This is an optimization exercise on Yosys and OpenROAD, whose aim is small area and a short achievable clock period, not a production implementation.
The RTL was checked by simulation tests, not by an equivalence proof against the original design.

==> job 7166: inputs <==
==> flow/design.v <==
module acc_convert (
    input             clk,
    input             rst,
    input             in_valid,
    input      [1:0]  op,
    input             sat,
    input      [5:0]  sh,
    input      [71:0] acc_in,
    input      [31:0] d_in,
    output reg        out_valid,
    output     [31:0] d_out,
    output     [71:0] acc_out,
    output            flag_v,
    output            flag_av
);
    integer i, l;
    wire        neg = acc_in[71];
    reg  [71:0] low_or;
    always @* begin
        low_or = {acc_in[70:0], 1'b0};
        for (l = 0; l < 7; l = l + 1)
            for (i = 0; i < 72; i = i + 1)
                if (((i >> l) & 1) == 1)
                    low_or[i] = low_or[i] | low_or[((i >> l) << l) - 1];
    end
    wire [71:0] mag = acc_in ^ ({72{neg}} & low_or);
    wire [5:0]   sh_m33 = sh - 6'd33;
    wire [71:0]  sent   = sh[5] & (sh != 6'd32) ? (72'd1 << sh_m33) : 72'd0;
    wire [127:0] lz_in  = {56'd0, (acc_in ^ {72{neg}}) | sent};
    wire [63:0] v1;  wire [63:0]  p1;
    wire [31:0] v2;  wire [63:0]  p2;
    wire [15:0] v3;  wire [47:0]  p3;
    wire [7:0]  v4;  wire [31:0]  p4;
    wire [3:0]  v5;  wire [19:0]  p5;
    wire [1:0]  v6;  wire [11:0]  p6;
    wire [6:0]  p;
    genvar g;
    generate
        for (g = 0; g < 64; g = g + 1) begin : l1
            assign v1[g] = lz_in[2*g+1] | lz_in[2*g];
            assign p1[g] = lz_in[2*g+1];
        end
        for (g = 0; g < 32; g = g + 1) begin : l2
            assign v2[g] = v1[2*g+1] | v1[2*g];
            assign p2[2*g+1:2*g] = v1[2*g+1] ? {1'b1, p1[2*g+1]} : {1'b0, p1[2*g]};
        end
        for (g = 0; g < 16; g = g + 1) begin : l3
            assign v3[g] = v2[2*g+1] | v2[2*g];
            assign p3[3*g+2:3*g] = v2[2*g+1] ? {1'b1, p2[4*g+3:4*g+2]} : {1'b0, p2[4*g+1:4*g]};
        end
        for (g = 0; g < 8; g = g + 1) begin : l4
            assign v4[g] = v3[2*g+1] | v3[2*g];
            assign p4[4*g+3:4*g] = v3[2*g+1] ? {1'b1, p3[6*g+5:6*g+3]} : {1'b0, p3[6*g+2:6*g]};
        end
        for (g = 0; g < 4; g = g + 1) begin : l5
            assign v5[g] = v4[2*g+1] | v4[2*g];
            assign p5[5*g+4:5*g] = v4[2*g+1] ? {1'b1, p4[8*g+7:8*g+4]} : {1'b0, p4[8*g+3:8*g]};
        end
        for (g = 0; g < 2; g = g + 1) begin : l6
            assign v6[g] = v5[2*g+1] | v5[2*g];
            assign p6[6*g+5:6*g] = v5[2*g+1] ? {1'b1, p5[10*g+9:10*g+5]} : {1'b0, p5[10*g+4:10*g]};
        end
    endgenerate
    assign p = v6[1] ? {1'b1, p6[11:6]} : {1'b0, p6[5:0]};
    wire [6:0]  amt = op[0] ? p : ({1'b0, sh} + 7'd22);
    wire [94:0] x0 = {mag, 23'd0};
    wire [95:0] x6 = amt[6] ? {65'd0, x0[94:64]} : {1'b0, x0};
    wire [63:0] x5 = amt[5] ? x6[95:32] : x6[63:0];
    wire [47:0] x4 = amt[4] ? x5[63:16] : x5[47:0];
    wire [39:0] x3 = amt[3] ? x4[47:8]  : x4[39:0];
    wire [35:0] x2 = amt[2] ? x3[39:4]  : x3[35:0];
    wire [33:0] x1 = amt[1] ? x2[35:2]  : x2[33:0];
    wire [32:0] R  = amt[0] ? x1[33:1]  : x1[32:0];
    wire [31:0] rr  = (R[32:1] ^ {32{neg}}) + {31'd0, R[0] ^ neg};
    wire signed [7:0] D = $signed({1'b0, p}) - $signed({2'b00, sh});
    wire ovf_pos = (D >= 8'sd31) || ((D == 8'sd30) && (&R[30:1]) && R[0]);
    wire ovf_neg = (D >= 8'sd32) || ((D == 8'sd31) && (~R[32] || (|R[31:1]) || R[0]));
    wire mva_v   = sat & (neg ? ovf_neg : ovf_pos);
    wire [31:0] mva_d = mva_v ? {neg, {31{~neg}}} : rr;
    wire signed [7:0] e  = $signed({1'b0, p}) + 8'sd1 - $signed({2'b00, sh});
    wire signed [7:0] e1 = $signed({1'b0, p}) + 8'sd2 - $signed({2'b00, sh});
    wire        zc       = R[24];                  
    wire        e31      = (e == 8'sd31);
    wire        pk_sat   = (e > 8'sd31) | (zc & e31);
    wire        pk_zero  = ~|R[24:0];
    wire        pk_up    = ~neg & rr[23];          
    wire        inc_e    = zc | (pk_up & ~e31);
    wire [23:0] pk_m     = zc    ? 24'hC00000 :
                           pk_up ? {2'b01, {22{e31}}} : rr[23:0];
    wire [5:0]  pk_e     = inc_e ? e1[5:0] : e[5:0];
    wire [31:0] pk_d     = pk_zero ? 32'd0 :
                           pk_sat  ? (neg ? 32'h1F800001 : 32'h1F7FFFFF) :
                                     {2'b00, pk_e, pk_m};
    wire        pk_v     = pk_sat | (pk_up & e31);
    wire [23:0] mant  = d_in[23:0];
    wire        mneg  = d_in[23];
    wire signed [7:0] t = $signed({{2{d_in[29]}}, d_in[29:24]}) - 8'sd23 + $signed({2'b00, sh});
    wire        tneg  = t[7];
    wire        tlo   = (t < -8'sd25);
    wire [6:0]  k     = tlo ? 7'd0 : t[6:0] + 7'd25;
    wire [4:0]  um1   = tlo ? 5'd24 : ~t[4:0];
    reg  [25:0] therm;                     
    always @*
        for (i = 0; i < 26; i = i + 1)
            therm[i] = tneg && (i < um1);
    wire        cin   = tneg & ~mneg;
    wire [26:0] gsum  = {{2{mneg}}, mant, 1'b1} + {therm, cin};
    wire [25:0] G     = gsum[26:1];
    wire [22:0] mx    = mant[22:0] ^ {23{mneg}};
    reg         up_ovf;
    always @* begin
        up_ovf = 1'b0;
        for (i = 0; i < 23; i = i + 1)
            if (mx[i] && (t >= 71 - i))
                up_ovf = 1'b1;
    end
    reg [33:0] X;
    reg        is_d;
    always @(posedge clk) begin
        if (rst)
            out_valid <= 1'b0;
        else
            out_valid <= in_valid;
        is_d <= ~op[1];
        case (op)
            2'd0:    X <= {1'b0, mva_v, mva_d};
            2'd1:    X <= {1'b0, pk_v,  pk_d};
            2'd2:    X <= {k[6], up_ovf, k[5:0], G};
            default: X <= 34'd0;
        endcase
    end
    assign d_out   = is_d ? X[31:0] : 32'd0;
    assign flag_v  = is_d & X[32];
    assign flag_av = ~is_d & X[32];
    wire [25:0]  qG  = X[25:0];
    wire [6:0]   qk  = {X[33], X[31:26]};
    wire         qn  = qG[25];
    wire [127:0] P   = {{102{qn}}, qG} << qk;
    wire [71:0]  up_r = P[96:25];
    assign acc_out = is_d ? 72'd0 :
                     X[32] ? {qn, {71{~qn}}} : up_r;
endmodule
==> flow/run.sh <==
#!/bin/bash
# synth_recipe.tcl (not shown) runs the flow's synth.tcl, then flattens the netlist and writes it again
# the make line also repeats each setting of config.mk as NAME=value (left out here)
make -C /OpenROAD-flow-scripts/flow DESIGN_CONFIG=/design/flow/config.mk WORK_HOME=/design/flow/orfs CLKGATE_MAP_FILE= SYNTH_SCRIPT=/design/flow/synth_recipe.tcl finish
==> flow/config.mk <==
export PLATFORM = sky130hd
export DESIGN_NAME = acc_convert
export DESIGN_NICKNAME = acc_convert
export VERILOG_FILES = /design/flow/design.v
export SDC_FILE = /design/flow/constraint.sdc
export NUM_CORES = 4
export LEC_CHECK = 0
export ABC_AREA = 1
export CAP_MARGIN = 20
export CORE_MARGIN = 2
export CORE_UTILIZATION = 35
export SLEW_MARGIN = 20
==> flow/constraint.sdc <==
create_clock -name core_clock -period 25.0 [get_ports {clk}]
set_input_delay 5.0000 -clock core_clock [delete_from_list [all_inputs] [get_ports {clk}]]
set_output_delay 5.0000 -clock core_clock [all_outputs]
set_load 0.01 [all_outputs]
==> inputs of job 1201, as changes to job 7166 <==
==> flow/flow/run.sh (new file) <==
#!/bin/bash
# Standard synthesis, then the standard layout steps with a larger setup
# slack margin, so that timing repair works towards a shorter achieved
# period.  Each step's full output goes to a log file in this folder.
set -euo pipefail
MARGIN=$(cat flow/margin.txt)
bash standard.sh synth > synth.log 2>&1
bash standard.sh SETUP_SLACK_MARGIN=$MARGIN finish > layout.log 2>&1
==> flow/flow/margin.txt (new file) <==
15
==> flow/standard.sh (new file) <==
#!/bin/bash
# synth_recipe.tcl (not shown) runs the flow's synth.tcl, then flattens the netlist and writes it again
# the make line also repeats each setting of config.mk as NAME=value (left out here)
make -C /OpenROAD-flow-scripts/flow DESIGN_CONFIG=/design/flow/config.mk WORK_HOME=/design/flow/orfs CLKGATE_MAP_FILE= SYNTH_SCRIPT=/design/flow/synth_recipe.tcl "${@:-finish}"
removed: flow/run.sh
==> notes <==
Between job 1201 and job 7166, the lower fmax is in job 7166 (gap 22%, measured against job 7166).
Die area is the same in job 7166 and job 1201.
Of job 7166 and job 1201, job 1201 has the higher global-route usage (gap 1.0 points).
Synthesized area is the same in job 1201 and job 7166.
In job 1201 the utilization is higher than in job 7166, by 7.4 points.
Routed wire length: job 1201 is larger than job 7166 (13%).
Sequential cell count is the same in job 1201 and job 7166.
Of job 7166 and job 1201, job 1201 has the higher final cell count (gap about 4%, measured against job 1201).

==> separate check: timing with driven ports <==
In the flow no input, the clock included, has a driving cell. The finished layouts below were timed again as built, in two steps. Step 1: set_driving_cell puts a clkbuf_16 on clk and a buf_2 on each other input, an assumption about the parent block. Step 2 adds t to the input delays and takes it off the output delays; t is the mean of the earliest and latest rising clock arrival at the registers after step 1. Input paths then give back, and output paths get back, about the clock's delay inside the block. Three values: ideal, step 1, step 2; two values: the first two.
run | t, ns | setup WS [ns] | worst register clock-pin slew, ns
job 7166 | 0.325 | 12.639 / 12.662 / 12.337 | 0.06 / 0.06
job 1201 | 0.325 | 14.844 / 14.820 / 14.496 | 0.07 / 0.07
After both steps every run listed still meets setup and hold. For job 1201, which loses most, drivers alone change the setup slack by -0.024 ns; drivers and shift together by -0.348 ns.
